Source: an optimization exercise on an open RTL-to-GDS flow (aim: small area, a short achievable clock period and few clock cycles). Production flows keep margins and buffers that such runs may drop.
The RTL was checked by simulation tests, not by an equivalence proof against the original design.
Power is estimated from default activity; no workload was simulated.

## flow/design.v

```verilog
module canopy_fec_tx (
    input  wire        clk,
    input  wire        rst,         
    input  wire        start,
    input  wire [30:0] seed,
    input  wire        in_valid,
    output wire        in_ready,
    input  wire [9:0]  in_sym,
    output reg         out_valid,
    input  wire        out_ready,
    output reg  [13:0] out_trits,
    output reg         out_first    
);
    function [159:0] rs_prod(input [9:0] f);
        reg [75:0] x;
        begin
            x[0] = f[0];
            x[1] = f[1];
            x[2] = f[2];
            x[3] = f[3];
            x[4] = f[4];
            x[5] = f[5];
            x[6] = f[6];
            x[7] = f[7];
            x[8] = f[8];
            x[9] = f[9];
            x[10] = x[3] ^ x[7];
            x[11] = x[5] ^ x[9];
            x[12] = x[2] ^ x[6];
            x[13] = x[4] ^ x[8];
            x[14] = x[0] ^ x[1];
            x[15] = x[9] ^ x[10];
            x[16] = x[1] ^ x[11];
            x[17] = x[8] ^ x[12];
            x[18] = x[13] ^ x[14];
            x[19] = x[0] ^ x[13];
            x[20] = x[4] ^ x[12];
            x[21] = x[3] ^ x[5];
            x[22] = x[4] ^ x[6];
            x[23] = x[3] ^ x[11];
            x[24] = x[5] ^ x[7];
            x[25] = x[5] ^ x[10];
            x[26] = x[2] ^ x[4];
            x[27] = x[7] ^ x[14];
            x[28] = x[10] ^ x[11];
            x[29] = x[2] ^ x[13];
            x[30] = x[12] ^ x[13];
            x[31] = x[6] ^ x[18];
            x[32] = x[6] ^ x[8];
            x[33] = x[0] ^ x[20];
            x[34] = x[11] ^ x[27];
            x[35] = x[2] ^ x[8];
            x[36] = x[1] ^ x[17];
            x[37] = x[1] ^ x[20];
            x[38] = x[2] ^ x[19];
            x[39] = x[7] ^ x[16];
            x[40] = x[10] ^ x[16];
            x[41] = x[3] ^ x[9];
            x[42] = x[7] ^ x[9];
            x[43] = x[0] ^ x[12];
            x[44] = x[0] ^ x[22];
            x[45] = x[12] ^ x[15];
            x[46] = x[0] ^ x[6];
            x[47] = x[10] ^ x[14];
            x[48] = x[14] ^ x[21];
            x[49] = x[1] ^ x[15];
            x[50] = x[1] ^ x[25];
            x[51] = x[3] ^ x[16];
            x[52] = x[14] ^ x[23];
            x[53] = x[0] ^ x[2];
            x[54] = x[0] ^ x[21];
            x[55] = x[0] ^ x[35];
            x[56] = x[1] ^ x[21];
            x[57] = x[1] ^ x[22];
            x[58] = x[1] ^ x[24];
            x[59] = x[11] ^ x[12];
            x[60] = x[0] ^ x[17];
            x[61] = x[1] ^ x[29];
            x[62] = x[3] ^ x[18];
            x[63] = x[6] ^ x[19];
            x[64] = x[14] ^ x[15];
            x[65] = x[15] ^ x[44];
            x[66] = x[16] ^ x[17];
            x[67] = x[17] ^ x[21];
            x[68] = x[18] ^ x[24];
            x[69] = x[32] ^ x[54];
            x[70] = x[3] ^ x[31];
            x[71] = x[10] ^ x[36];
            x[72] = x[11] ^ x[33];
            x[73] = x[13] ^ x[51];
            x[74] = x[15] ^ x[38];
            x[75] = x[26] ^ x[39];
            rs_prod[0] = x[30] ^ x[39];
            rs_prod[1] = x[17] ^ x[28];
            rs_prod[2] = x[6] ^ x[13] ^ x[15];
            rs_prod[3] = x[12] ^ x[14];
            rs_prod[4] = x[2] ^ x[47];
            rs_prod[5] = x[2] ^ x[62];
            rs_prod[6] = x[26] ^ x[52];
            rs_prod[7] = x[21] ^ x[37];
            rs_prod[8] = x[25] ^ x[33];
            rs_prod[9] = x[25] ^ x[31];
            rs_prod[10] = x[41] ^ x[61];
            rs_prod[11] = x[26] ^ x[23];
            rs_prod[12] = x[21] ^ x[22];
            rs_prod[13] = x[17] ^ x[40];
            rs_prod[14] = x[15] ^ x[30];
            rs_prod[15] = x[13] ^ x[28];
            rs_prod[16] = x[11] ^ x[63];
            rs_prod[17] = x[6] ^ x[34];
            rs_prod[18] = x[17] ^ x[27];
            rs_prod[19] = x[35] ^ x[64];
            rs_prod[20] = x[13] ^ x[40];
            rs_prod[21] = x[19] ^ x[59];
            rs_prod[22] = x[6] ^ x[40];
            rs_prod[23] = x[12] ^ x[52];
            rs_prod[24] = x[10] ^ x[37];
            rs_prod[25] = x[25] ^ x[38];
            rs_prod[26] = x[23] ^ x[31];
            rs_prod[27] = x[20] ^ x[34];
            rs_prod[28] = x[25] ^ x[36];
            rs_prod[29] = x[19] ^ x[45];
            rs_prod[30] = x[74];
            rs_prod[31] = x[73];
            rs_prod[32] = x[72];
            rs_prod[33] = x[18] ^ x[59];
            rs_prod[34] = x[12] ^ x[40];
            rs_prod[35] = x[10] ^ x[30];
            rs_prod[36] = x[19] ^ x[28];
            rs_prod[37] = x[11] ^ x[31];
            rs_prod[38] = x[12] ^ x[34];
            rs_prod[39] = x[71];
            rs_prod[40] = x[9] ^ x[31];
            rs_prod[41] = x[2] ^ x[34];
            rs_prod[42] = x[3] ^ x[36];
            rs_prod[43] = x[71];
            rs_prod[44] = x[74];
            rs_prod[45] = x[73];
            rs_prod[46] = x[72];
            rs_prod[47] = x[6] ^ x[50];
            rs_prod[48] = x[7] ^ x[30];
            rs_prod[49] = x[0] ^ x[8] ^ x[28];
            rs_prod[50] = x[22] ^ x[15];
            rs_prod[51] = x[24] ^ x[19];
            rs_prod[52] = x[32] ^ x[16];
            rs_prod[53] = x[0] ^ x[3] ^ x[26];
            rs_prod[54] = x[4] ^ x[48];
            rs_prod[55] = x[5] ^ x[37];
            rs_prod[56] = x[43] ^ x[25];
            rs_prod[57] = x[10] ^ x[31];
            rs_prod[58] = x[29] ^ x[39];
            rs_prod[59] = x[17] ^ x[23];
            rs_prod[60] = x[68];
            rs_prod[61] = x[66];
            rs_prod[62] = x[45];
            rs_prod[63] = x[48];
            rs_prod[64] = x[37];
            rs_prod[65] = x[53] ^ x[25];
            rs_prod[66] = x[70];
            rs_prod[67] = x[75];
            rs_prod[68] = x[67];
            rs_prod[69] = x[65];
            rs_prod[70] = x[10] ^ x[13];
            rs_prod[71] = x[11] ^ x[13];
            rs_prod[72] = x[11] ^ x[46];
            rs_prod[73] = x[70];
            rs_prod[74] = x[75];
            rs_prod[75] = x[67];
            rs_prod[76] = x[65];
            rs_prod[77] = x[68];
            rs_prod[78] = x[66];
            rs_prod[79] = x[45];
            rs_prod[80] = x[42] ^ x[46];
            rs_prod[81] = x[8] ^ x[27];
            rs_prod[82] = x[1] ^ x[9] ^ x[35];
            rs_prod[83] = x[10] ^ x[43];
            rs_prod[84] = x[10] ^ x[18];
            rs_prod[85] = x[16] ^ x[29];
            rs_prod[86] = x[12] ^ x[23];
            rs_prod[87] = x[22] ^ x[10];
            rs_prod[88] = x[24] ^ x[13];
            rs_prod[89] = x[32] ^ x[11];
            rs_prod[90] = x[13] ^ x[50];
            rs_prod[91] = x[11] ^ x[30];
            rs_prod[92] = x[6] ^ x[28];
            rs_prod[93] = x[6] ^ x[48];
            rs_prod[94] = x[7] ^ x[37];
            rs_prod[95] = x[55] ^ x[25];
            rs_prod[96] = x[41] ^ x[31];
            rs_prod[97] = x[26] ^ x[34];
            rs_prod[98] = x[21] ^ x[36];
            rs_prod[99] = x[15] ^ x[33];
            rs_prod[100] = x[14] ^ x[26] ^ x[28];
            rs_prod[101] = x[56] ^ x[30];
            rs_prod[102] = x[28] ^ x[33];
            rs_prod[103] = x[9] ^ x[60];
            rs_prod[104] = x[49];
            rs_prod[105] = x[38];
            rs_prod[106] = x[52];
            rs_prod[107] = x[14] ^ x[20];
            rs_prod[108] = x[2] ^ x[14] ^ x[25];
            rs_prod[109] = x[12] ^ x[62];
            rs_prod[110] = x[8] ^ x[49];
            rs_prod[111] = x[9] ^ x[38];
            rs_prod[112] = x[51];
            rs_prod[113] = x[18] ^ x[45];
            rs_prod[114] = x[29] ^ x[40];
            rs_prod[115] = x[23] ^ x[30];
            rs_prod[116] = x[22] ^ x[28];
            rs_prod[117] = x[24] ^ x[63];
            rs_prod[118] = x[32] ^ x[39];
            rs_prod[119] = x[42] ^ x[60];
            rs_prod[120] = x[3] ^ x[57];
            rs_prod[121] = x[24] ^ x[26];
            rs_prod[122] = x[69];
            rs_prod[123] = x[15];
            rs_prod[124] = x[19];
            rs_prod[125] = x[16];
            rs_prod[126] = x[43];
            rs_prod[127] = x[47];
            rs_prod[128] = x[61];
            rs_prod[129] = x[53] ^ x[23];
            rs_prod[130] = x[4] ^ x[50];
            rs_prod[131] = x[5] ^ x[30];
            rs_prod[132] = x[46] ^ x[28];
            rs_prod[133] = x[69];
            rs_prod[134] = x[42] ^ x[57];
            rs_prod[135] = x[24] ^ x[55];
            rs_prod[136] = x[32] ^ x[41] ^ x[14];
            rs_prod[137] = x[9] ^ x[26] ^ x[27];
            rs_prod[138] = x[35] ^ x[56];
            rs_prod[139] = x[41] ^ x[33];
            rs_prod[140] = x[16];
            rs_prod[141] = x[43];
            rs_prod[142] = x[47];
            rs_prod[143] = x[11] ^ x[29];
            rs_prod[144] = x[6] ^ x[23];
            rs_prod[145] = x[7] ^ x[44];
            rs_prod[146] = x[8] ^ x[58];
            rs_prod[147] = x[9] ^ x[17];
            rs_prod[148] = x[15];
            rs_prod[149] = x[19];
            rs_prod[150] = x[32] ^ x[58];
            rs_prod[151] = x[42] ^ x[17];
            rs_prod[152] = x[8] ^ x[15];
            rs_prod[153] = x[22] ^ x[34];
            rs_prod[154] = x[14] ^ x[24] ^ x[17];
            rs_prod[155] = x[17] ^ x[64];
            rs_prod[156] = x[29] ^ x[49];
            rs_prod[157] = x[23] ^ x[29];
            rs_prod[158] = x[22] ^ x[23];
            rs_prod[159] = x[24] ^ x[44];
        end
    endfunction
    function [13:0] b3_hi(input [4:0] x);
        begin
            b3_hi[0] = (x == 5'd1) |
                (x == 5'd4) |
                (x == 5'd7) |
                (x == 5'd10) |
                (x == 5'd13) |
                (x == 5'd16) |
                (x == 5'd19) |
                (x == 5'd22) |
                (x == 5'd25) |
                (x == 5'd28) |
                (x == 5'd31);
            b3_hi[1] = (x == 5'd2) |
                (x == 5'd5) |
                (x == 5'd8) |
                (x == 5'd11) |
                (x == 5'd14) |
                (x == 5'd17) |
                (x == 5'd20) |
                (x == 5'd23) |
                (x == 5'd26) |
                (x == 5'd29);
            b3_hi[2] = (x == 5'd3) |
                (x == 5'd4) |
                (x == 5'd5) |
                (x == 5'd12) |
                (x == 5'd13) |
                (x == 5'd14) |
                (x == 5'd21) |
                (x == 5'd22) |
                (x == 5'd23) |
                (x == 5'd30) |
                (x == 5'd31);
            b3_hi[3] = (x == 5'd6) |
                (x == 5'd7) |
                (x == 5'd8) |
                (x == 5'd15) |
                (x == 5'd16) |
                (x == 5'd17) |
                (x == 5'd24) |
                (x == 5'd25) |
                (x == 5'd26);
            b3_hi[4] = (x == 5'd1) |
                (x == 5'd4) |
                (x == 5'd7) |
                (x == 5'd9) |
                (x == 5'd12) |
                (x == 5'd15) |
                (x == 5'd20) |
                (x == 5'd23) |
                (x == 5'd26) |
                (x == 5'd28) |
                (x == 5'd31);
            b3_hi[5] = (x == 5'd2) |
                (x == 5'd5) |
                (x == 5'd8) |
                (x == 5'd10) |
                (x == 5'd13) |
                (x == 5'd16) |
                (x == 5'd18) |
                (x == 5'd21) |
                (x == 5'd24) |
                (x == 5'd29);
            b3_hi[6] = (x == 5'd2) |
                (x == 5'd3) |
                (x == 5'd7) |
                (x == 5'd12) |
                (x == 5'd16) |
                (x == 5'd17) |
                (x == 5'd21) |
                (x == 5'd22) |
                (x == 5'd26) |
                (x == 5'd27) |
                (x == 5'd31);
            b3_hi[7] = (x == 5'd1) |
                (x == 5'd5) |
                (x == 5'd6) |
                (x == 5'd10) |
                (x == 5'd11) |
                (x == 5'd15) |
                (x == 5'd20) |
                (x == 5'd24) |
                (x == 5'd25) |
                (x == 5'd29) |
                (x == 5'd30);
            b3_hi[8] = (x == 5'd2) |
                (x == 5'd6) |
                (x == 5'd9) |
                (x == 5'd10) |
                (x == 5'd13) |
                (x == 5'd17) |
                (x == 5'd21) |
                (x == 5'd25) |
                (x == 5'd28) |
                (x == 5'd29);
            b3_hi[9] = (x == 5'd3) |
                (x == 5'd7) |
                (x == 5'd11) |
                (x == 5'd14) |
                (x == 5'd15) |
                (x == 5'd18) |
                (x == 5'd22) |
                (x == 5'd26) |
                (x == 5'd30);
            b3_hi[10] = (x == 5'd4) |
                (x == 5'd5) |
                (x == 5'd6) |
                (x == 5'd7) |
                (x == 5'd16) |
                (x == 5'd17) |
                (x == 5'd18) |
                (x == 5'd27) |
                (x == 5'd28) |
                (x == 5'd29) |
                (x == 5'd30);
            b3_hi[11] = (x == 5'd8) |
                (x == 5'd9) |
                (x == 5'd10) |
                (x == 5'd11) |
                (x == 5'd19) |
                (x == 5'd20) |
                (x == 5'd21) |
                (x == 5'd22) |
                (x == 5'd31);
            b3_hi[12] = (x == 5'd12) |
                (x == 5'd13) |
                (x == 5'd14) |
                (x == 5'd15) |
                (x == 5'd16) |
                (x == 5'd17) |
                (x == 5'd18) |
                (x == 5'd19) |
                (x == 5'd20) |
                (x == 5'd21) |
                (x == 5'd22);
            b3_hi[13] = (x == 5'd23) |
                (x == 5'd24) |
                (x == 5'd25) |
                (x == 5'd26) |
                (x == 5'd27) |
                (x == 5'd28) |
                (x == 5'd29) |
                (x == 5'd30) |
                (x == 5'd31);
        end
    endfunction
    function [7:0] b3_lo(input [5:0] x);
        begin
            b3_lo[0] = (x == 6'd1) |
                (x == 6'd4) |
                (x == 6'd7) |
                (x == 6'd10) |
                (x == 6'd13) |
                (x == 6'd16) |
                (x == 6'd19) |
                (x == 6'd22) |
                (x == 6'd25) |
                (x == 6'd28) |
                (x == 6'd31) |
                (x == 6'd34) |
                (x == 6'd37) |
                (x == 6'd40) |
                (x == 6'd43) |
                (x == 6'd46) |
                (x == 6'd49) |
                (x == 6'd52) |
                (x == 6'd55) |
                (x == 6'd58) |
                (x == 6'd61);
            b3_lo[1] = (x == 6'd2) |
                (x == 6'd5) |
                (x == 6'd8) |
                (x == 6'd11) |
                (x == 6'd14) |
                (x == 6'd17) |
                (x == 6'd20) |
                (x == 6'd23) |
                (x == 6'd26) |
                (x == 6'd29) |
                (x == 6'd32) |
                (x == 6'd35) |
                (x == 6'd38) |
                (x == 6'd41) |
                (x == 6'd44) |
                (x == 6'd47) |
                (x == 6'd50) |
                (x == 6'd53) |
                (x == 6'd56) |
                (x == 6'd59) |
                (x == 6'd62);
            b3_lo[2] = (x == 6'd3) |
                (x == 6'd4) |
                (x == 6'd5) |
                (x == 6'd12) |
                (x == 6'd13) |
                (x == 6'd14) |
                (x == 6'd21) |
                (x == 6'd22) |
                (x == 6'd23) |
                (x == 6'd30) |
                (x == 6'd31) |
                (x == 6'd32) |
                (x == 6'd39) |
                (x == 6'd40) |
                (x == 6'd41) |
                (x == 6'd48) |
                (x == 6'd49) |
                (x == 6'd50) |
                (x == 6'd57) |
                (x == 6'd58) |
                (x == 6'd59);
            b3_lo[3] = (x == 6'd6) |
                (x == 6'd7) |
                (x == 6'd8) |
                (x == 6'd15) |
                (x == 6'd16) |
                (x == 6'd17) |
                (x == 6'd24) |
                (x == 6'd25) |
                (x == 6'd26) |
                (x == 6'd33) |
                (x == 6'd34) |
                (x == 6'd35) |
                (x == 6'd42) |
                (x == 6'd43) |
                (x == 6'd44) |
                (x == 6'd51) |
                (x == 6'd52) |
                (x == 6'd53) |
                (x == 6'd60) |
                (x == 6'd61) |
                (x == 6'd62);
            b3_lo[4] = (x == 6'd9) |
                (x == 6'd10) |
                (x == 6'd11) |
                (x == 6'd12) |
                (x == 6'd13) |
                (x == 6'd14) |
                (x == 6'd15) |
                (x == 6'd16) |
                (x == 6'd17) |
                (x == 6'd36) |
                (x == 6'd37) |
                (x == 6'd38) |
                (x == 6'd39) |
                (x == 6'd40) |
                (x == 6'd41) |
                (x == 6'd42) |
                (x == 6'd43) |
                (x == 6'd44) |
                (x == 6'd63);
            b3_lo[5] = (x == 6'd18) |
                (x == 6'd19) |
                (x == 6'd20) |
                (x == 6'd21) |
                (x == 6'd22) |
                (x == 6'd23) |
                (x == 6'd24) |
                (x == 6'd25) |
                (x == 6'd26) |
                (x == 6'd45) |
                (x == 6'd46) |
                (x == 6'd47) |
                (x == 6'd48) |
                (x == 6'd49) |
                (x == 6'd50) |
                (x == 6'd51) |
                (x == 6'd52) |
                (x == 6'd53);
            b3_lo[6] = (x == 6'd27) |
                (x == 6'd28) |
                (x == 6'd29) |
                (x == 6'd30) |
                (x == 6'd31) |
                (x == 6'd32) |
                (x == 6'd33) |
                (x == 6'd34) |
                (x == 6'd35) |
                (x == 6'd36) |
                (x == 6'd37) |
                (x == 6'd38) |
                (x == 6'd39) |
                (x == 6'd40) |
                (x == 6'd41) |
                (x == 6'd42) |
                (x == 6'd43) |
                (x == 6'd44) |
                (x == 6'd45) |
                (x == 6'd46) |
                (x == 6'd47) |
                (x == 6'd48) |
                (x == 6'd49) |
                (x == 6'd50) |
                (x == 6'd51) |
                (x == 6'd52) |
                (x == 6'd53);
            b3_lo[7] = (x == 6'd54) |
                (x == 6'd55) |
                (x == 6'd56) |
                (x == 6'd57) |
                (x == 6'd58) |
                (x == 6'd59) |
                (x == 6'd60) |
                (x == 6'd61) |
                (x == 6'd62) |
                (x == 6'd63);
        end
    endfunction
    function [3:0] dig_add(input [3:0] x);
        begin
            dig_add[0] = (x == 4'd1) |
                (x == 4'd4) |
                (x == 4'd10);
            dig_add[1] = (x == 4'd2) |
                (x == 4'd5) |
                (x == 4'd8);
            dig_add[2] = (x == 4'd6) |
                (x == 4'd9) |
                (x == 4'd10);
            dig_add[3] = (x == 4'd2) |
                (x == 4'd5) |
                (x == 4'd8);
        end
    endfunction
    function [13:0] to_trits(input [10:0] v);
        reg [13:0] a;
        reg [7:0]  b;
        reg [13:0] u;
        reg [6:0]  g, p, c;
        integer k;
        begin
            a = b3_hi(v[10:6]);
            b = b3_lo(v[5:0]);
            for (k = 0; k < 4; k = k + 1)
                {p[k], g[k], u[2*k +: 2]} = dig_add({b[2*k +: 2], a[2*k +: 2]});
            for (k = 4; k < 7; k = k + 1) begin
                u[2*k +: 2] = a[2*k +: 2];
                g[k] = 1'b0;
                p[k] = a[2*k+1];
            end
            c[0] = 1'b0;
            c[1] = g[0];
            c[2] = g[1] | (p[1] & g[0]);
            c[3] = g[2] | (p[2] & g[1]) | (p[2] & p[1] & g[0]);
            c[4] = g[3] | (p[3] & g[2]) | (p[3] & p[2] & g[1]) | (p[3] & p[2] & p[1] & g[0]);
            c[5] = p[4] & c[4];
            c[6] = p[5] & p[4] & c[4];
            for (k = 0; k < 7; k = k + 1)
                to_trits[2*k +: 2] = c[k] ? {u[2*k], ~u[2*k+1] & ~u[2*k]} : u[2*k +: 2];
        end
    endfunction
    reg        in_ready_r;
    reg  [9:0] sym_q;           
    reg        v_q;
    reg  [9:0] ccnt;            
    reg        flush;           
    reg        sof;             
    reg  [3:0] cwi;             
    reg        fpend;           
    reg  [9:0] par [0:15];
    reg [30:0] scr;
    reg [19:0] gw;              
    reg        emp, hi;
    reg  [3:0] ph;              
    reg [10:0] e_q;             
    reg        e_v, e_first;
    assign in_ready = in_ready_r;
    wire clr       = rst | start;
    wire acc       = in_valid & in_ready_r;    
    wire room      = emp | ~hi;            
    wire hold      = v_q & ~room;
    wire push_d    = v_q & room;
    wire par_phase = (ccnt[9:4] == 6'b100001) & ~v_q;
    wire push_p    = par_phase & (flush | room);
    wire push_w    = push_d | (push_p & ~flush);
    wire wrap      = push_p & (ccnt[3:0] == 4'hf);
    wire [9:0]   fb     = v_q ? (sym_q ^ par[15]) : 10'd0;
    wire [9:0]   cw_sym = v_q ? sym_q : par[15];
    wire [159:0] prod   = rs_prod(fb);
    reg  [9:0] key;
    integer b;
    always @(*)
        for (b = 0; b < 10; b = b + 1)
            key[9-b] = scr[30-b] ^ scr[27-b];
    wire [9:0] s = cw_sym ^ key;
    wire [19:0] win = room ? {gw[9:0], s} : gw;
    wire [10:0] grp = win[ph +: 11];
    wire        have = push_w ? ~emp : hi;   
    wire adv_out = ~out_valid | out_ready;
    wire adv_e   = ~e_v | adv_out;
    wire pop     = adv_e & have;
    wire borrow  = (ph == 4'd0);
    wire hi_next = pop ? (push_w & hi & ~borrow) : (push_w ? ~emp : hi);
    wire emp_next = pop ? (borrow & ~(push_w & hi)) : (emp & ~push_w);
    wire [9:0] ccnt_b     = wrap ? 10'd0 : ccnt + {9'd0, push_p};
    wire [9:0] ccnt_b1    = ccnt_b + 10'd1;
    wire       lt0        = (ccnt_b < 10'd528);
    wire       lt1        = (ccnt_b < 10'd527);
    wire       last0      = (ccnt_b == 10'd543);
    wire       flush_next = flush & ~wrap;
    wire       room_np    = push_w ? emp : room;    
    wire       r00 = (lt0 & (~hold | room_np)) | (last0 & (flush_next | room_np));
    wire       r01 = lt0 | last0;                    
    wire       r10 = lt1 & room_np;
    wire       r11 = lt1;
    wire       ready_next = pop ? (acc ? r11 : r01) : (acc ? r10 : r00);
    always @(posedge clk) begin
        if (!hold)
            sym_q <= in_sym;
        if (push_d | push_p) begin
            par[0] <= prod[9:0];
            for (b = 1; b < 16; b = b + 1)
                par[b] <= par[b-1] ^ prod[10*b +: 10];
        end
        if (push_w)
            gw <= {gw[9:0], s};
        if (start)
            scr <= seed;
        else if (push_w)
            scr <= {scr[20:0], key};
    end
    always @(posedge clk) begin
        if (clr) begin
            in_ready_r <= 1'b0;
            v_q        <= 1'b0;
            ccnt       <= 10'd528;
            flush      <= 1'b1;
            sof        <= 1'b1;
            cwi        <= 4'd0;
            fpend      <= 1'b0;
            emp        <= 1'b1;
            hi         <= 1'b0;
            ph         <= 4'd9;
        end else begin
            in_ready_r <= ready_next;
            v_q        <= acc | hold;
            ccnt       <= acc ? ccnt_b1 : ccnt_b;
            flush      <= flush_next;
            if (push_d)
                sof <= 1'b0;
            else if (wrap)
                sof <= 1'b1;
            if (wrap & ~flush)
                cwi <= (cwi == 4'd10) ? 4'd0 : cwi + 4'd1;
            if (push_d & sof & (cwi == 4'd0))
                fpend <= 1'b1;
            else if (pop)
                fpend <= 1'b0;
            emp        <= emp_next;
            hi         <= hi_next;
            if (pop)
                ph <= (ph == 4'd0) ? 4'd9 : ph - 4'd1;
        end
    end
    wire [13:0] trits = to_trits(e_q);
    always @(posedge clk) begin
        if (clr) begin
            e_v       <= 1'b0;
            out_valid <= 1'b0;
        end else begin
            if (adv_e) begin
                e_v     <= have;
                e_q     <= grp;
                e_first <= fpend;
            end
            if (adv_out) begin
                out_valid <= e_v;
                out_trits <= trits;
                out_first <= e_first;
            end
        end
    end
endmodule
```

## flow/run.sh

```bash
#!/bin/bash
# synth_recipe.tcl (not shown) runs the flow's synth.tcl, then flattens the netlist and writes it again
# the make line also repeats each setting of config.mk as NAME=value (left out here)
make -C /OpenROAD-flow-scripts/flow DESIGN_CONFIG=/design/flow/config.mk WORK_HOME=/design/flow/orfs CLKGATE_MAP_FILE= SYNTH_SCRIPT=/design/flow/synth_recipe.tcl finish
```

## flow/config.mk

```make
export PLATFORM = sky130hd
export DESIGN_NAME = canopy_fec_tx
export DESIGN_NICKNAME = canopy_fec_tx
export VERILOG_FILES = /design/flow/design.v
export SDC_FILE = /design/flow/constraint.sdc
export NUM_CORES = 4
export LEC_CHECK = 0
export ABC_CLOCK_PERIOD_IN_PS = 4000
export CAP_MARGIN = 20
export CORE_MARGIN = 2
export CORE_UTILIZATION = 55
export CTS_BUF_LIST = sky130_fd_sc_hd__clkbuf_8
export CTS_CLUSTER_DIAMETER = 50
export CTS_CLUSTER_SIZE = 14
export SLEW_MARGIN = 20
```

## flow/constraint.sdc

```tcl
create_clock -name core_clock -period 13.0 [get_ports {clk}]
set_input_delay 2.6000 -clock core_clock [delete_from_list [all_inputs] [get_ports {clk}]]
set_output_delay 2.6000 -clock core_clock [all_outputs]
set_load 0.01 [all_outputs]
```

==> flow_summary_export.csv <==
group,metric,value,unit
sta,fin_crit_sh,0.333,
sta,min_period,4.33,ns
route,dr.pass1.iters,6,
sta,rsz0062_at_grt,"false",
clock_tree,cts_tree,"built",
critical_path,cpPeakStageDelay,0.71,ns
outcome,status,"timing/DRC/antenna clean",
clock_tree,post_cts_resized,0,
floorplanning,die_w,172,µm
sta,finalSetupTns,0,ns
sta,final_max_slew_viol_count,0,
floorplanning,boundaryPins,63,
yosys,seq_area_frac_synth,0.515,
yosys,yosys_warnings,2,
clock_tree,htreeDepth,2,
yosys,synth_common_cells,"248 x edfxtp_1, 244 x xnor2_1, 154 x xor2_1",
yosys,synth_edf_count,248,
power,pwr-share-comb,0.067,
critical_path,arrival,4.46,ns
yosys,yosys.cell_types.count,84,
clock_tree,cts_sinks,275,
sta,hold_viol,0,
global_route,grt_pass1_wl,52600,µm
yosys,yosysMostFrequentCell,"edfxtp_1",
min_path,min_path_type,"flop to flop",
yosys,syn_nets,1350,
final_layout,register_area,0.00799,mm²
flow_run,drv_cap,0,
critical_path,path_cells,"clkdlybuf4s50_1, buf_4, or2_0, buf_4, nor2_1",
power,ir_worst_vdd,0.0764,mV
final_layout,nFillCells,2307,
placement,dp_hpwl,23600,µm
placement,port_buffers,62,
yosys,synthTopCellsByArea,"edfxtp_1 48%, xnor2_1 14%, xor2_1 8.7%",
yosys,syn_area_per_cell,11.9,µm²
floorplanning,dieArea,0.0295,mm²
yosys,ys.flop_type,"edfxtp_1",
final_layout,num_antenna_cells,0,
route,wl_per_cell,19.5,µm
clock_tree,postCtsSetupRepairBufs,0,
yosys,synth_area,0.0155,mm²
clock_tree,clockBufferDepth,3,
critical_path,critPathMostFrequentCell,"buf_4",
global_route,grt_antenna_before_repair,0,
yosys,async_flop_share,0,
critical_path,required,13.13,ns
yosys,synth_top_area_share,0.481,
placement,placedCellCount,1700,
critical_path,critical_path_class,"input pin to flop",
route,drc,0,
global_route,grt_overflow_total,0,
route,drtIter0Drc,696,
placement,post-place-ws,8.13,ns
clock_tree,clk_latency,0.54,ns
sta,slew_headroom,0.305,
route,drt_wl_total,34200,µm
critical_path,slowest_stage,"nor2_1",
clock_tree,root_buffer,"clkbuf_8",
route,vias,9678,
global_route,grt_pass1_vias,9416,
power,clkPwrFrac,0.379,
sta,fmax,231,MHz
yosys,synthCells,1301,
placement,gp_congestion,0.842,
sta,worstMarginPinSlew,1.04,ns
route,drtAntennaViolNets,0,
sta,setup_viol_count_final,0,
power,p_sw_frac,0.236,
yosys,ys_seq_elements,275,
power,power.internal,1.36,mW
global_route,grt_max_degree,66,
global_route,grt_util_all_layers,0.235,
floorplanning,fp-row-count,61,
final_layout,fin_cells,1759,
power,p_leak,6.59,nW
clock_tree,numCtsBuffers,34,
power,p_seq_frac,0.554,
final_layout,utilization,0.619,
final_layout,finalNetCount,1407,
sta,layout_setup_ws,8.67,ns
power,power.density,103,mW/mm²
clock_tree,clkTransAtPathRegs,0.09,ns
floorplanning,core_area,0.0278,mm²
final_layout,syn2layout_area_growth,11.0,%
route,via_per_inst,5.50,
floorplanning,start_util,0.558,
yosys,yosysTopAreaCell,"edfxtp_1",
critical_path,critPathLaunchType,"input pin",
final_layout,drive_above_1_share,0.0992,
final_layout,multiInputGateArea,0.00722,mm²
clock_tree,hold_buffers,0,
sta,skew,0.0448,ns
power,switching_power,0.419,mW
critical_path,cp-end-kind,"flop",
critical_path,crit_fanout,34,
floorplanning,die_h,172,µm
## flip-flops by register name (all words and copies together), names as in the netlist
register / count
ccnt: 10
ph: 4
par: 160
sym_q: 10
hi: 1
e_q: 11
out_trits: 14
v_q: 1
sof: 1
out_valid: 1
fpend: 1
in_ready_r: 1
out_first: 1
emp: 1
gw: 20
cwi: 4
e_first: 1
flush: 1
scr: 31
e_v: 1
## power groups by stage
stage / logic [mW] / clock network (mW) / registers [mW]
4_1_cts: 0.121 / 0.687 / 0.983
6_report: 0.119 / 0.672 / 0.983
3_3_place_gp: 0.118 / 0 / 1.00
5_1_grt: 0.132 / 0.720 / 0.985
3_5_place_dp: 0.120 / 0 / 1.00
2_1_floorplan: 0.0851 / 0 / 0.997
## per-stage QoR
step                      total power, mW  cell area, µm²  hold slack [ns]
after detailed placement             1.12           16500            0.407
after global placement               1.12           16500            0.405
after floorplan                      1.08           15500            0.400
after CTS                            1.79           17200            0.428
after global routing                 1.84           17200            0.436
final                                1.77           17200            0.432
## final timing paths
check        startpoint             to  slack, ns  depth (start not counted)
max               start        e_q[10]       8.67                          5
min             e_first      out_first       0.43                          0
max reg2reg      e_q[2]  out_trits[12]       8.71                         11
min reg2reg     e_first      out_first       0.43                          0
## per-layer routing
layer	up-vias	routed length, µm	GRT usage
li1	4711	-	-
met1	4734	14900	0.299
met2	185	17300	0.420
met3	48	1340	0.0334
met4	0	777	0.0650
met5	-	0	0
## final cells by class
| type | instances | area share |
|---|---|---|
| sequential | 275 | 0.464 |
| inverter | 10 | 0.00218 |
| timing repair buffer | 82 | 0.0448 |
| clock inverter | 24 | 0.0137 |
| tap | 378 | 0.0275 |
| clock buffer | 35 | 0.0280 |
| multi-input combinational | 955 | 0.419 |
## kinds of logic after synthesis
family | after synthesis | share of synthesized area
AOI/OAI and AO/OA | 155 | 0.0720
DFF | 275 | 0.515
and+or+nand+nor | 301 | 0.0937
xor gates and xnor gates | 399 | 0.226
adders and majority gates | 4 | 0.00307
muxes | 96 | 0.0698
buffers and inverters | 71 | 0.0199
## placed cells by master (no fill, tap or decap), types with 4 or more instances in the layout
cell type,synthesis,routed
a21o_1,7,7
xor2_1,154,153
o221ai_1,4,4
nor3_1,14,14
nor2_1,86,86
inv_4,0,4
clkdlybuf4s50_1,0,62
edfxtp_1,248,248
mux2_2,37,37
buf_4,4,20
a211oi_1,4,4
mux4_2,6,6
nor4_1,7,7
xnor2_1,244,244
nand2_1,95,95
a31oi_1,5,5
o22ai_1,4,4
o22a_1,4,4
o211ai_1,8,8
dfxtp_1,27,27
mux2i_1,53,53
o21ai_0,30,30
a21oi_1,37,37
and2_1,13,13
inv_6,0,5
nand2b_1,17,16
nand4_1,9,9
nor3b_1,5,5
nor2b_1,19,19
a211o_1,4,4
clkbuf_8,0,35
nand3b_1,7,7
or2_2,5,5
nand3_1,6,6
a221oi_1,5,5
inv_1,9,13
## worst max-delay path, delay by kind of cell
family,cells,cell delay (ns)
buffers and inverters,3,0.86
AND/OR/NAND/NOR,2,0.97
Testbench counts, summed over its fixed seeds: cycles 52,368.

-- static timing again, ports no longer ideal --
No port has a modelled driver above. Below, the same layout with a new extraction and two added sets of constraints.
Step 1, drivers: a clkbuf_16 drives clk and a buf_2 each remaining input, both assumed.
Step 2, shift: input delay + t, output delay - t, t = (earliest + latest rising clock arrival at the registers) / 2. This alone moves slack from input paths to output paths.
a / b / c = ideal ports / drivers / drivers and shift; a / b = the first two.
t (ns): 0.570
slack for setup (ns): 8.669 / 8.694 / 8.124
worst hold slack (ns): 0.432 / 0.432 / 0.432
clock arrival spread, ns: 0.049 / 0.049
worst data-port slew with drivers (ns): 0.04
After both steps setup and hold are still met in this run. For this run, drivers alone change the setup slack by +0.025 ns; drivers and shift together by -0.545 ns.
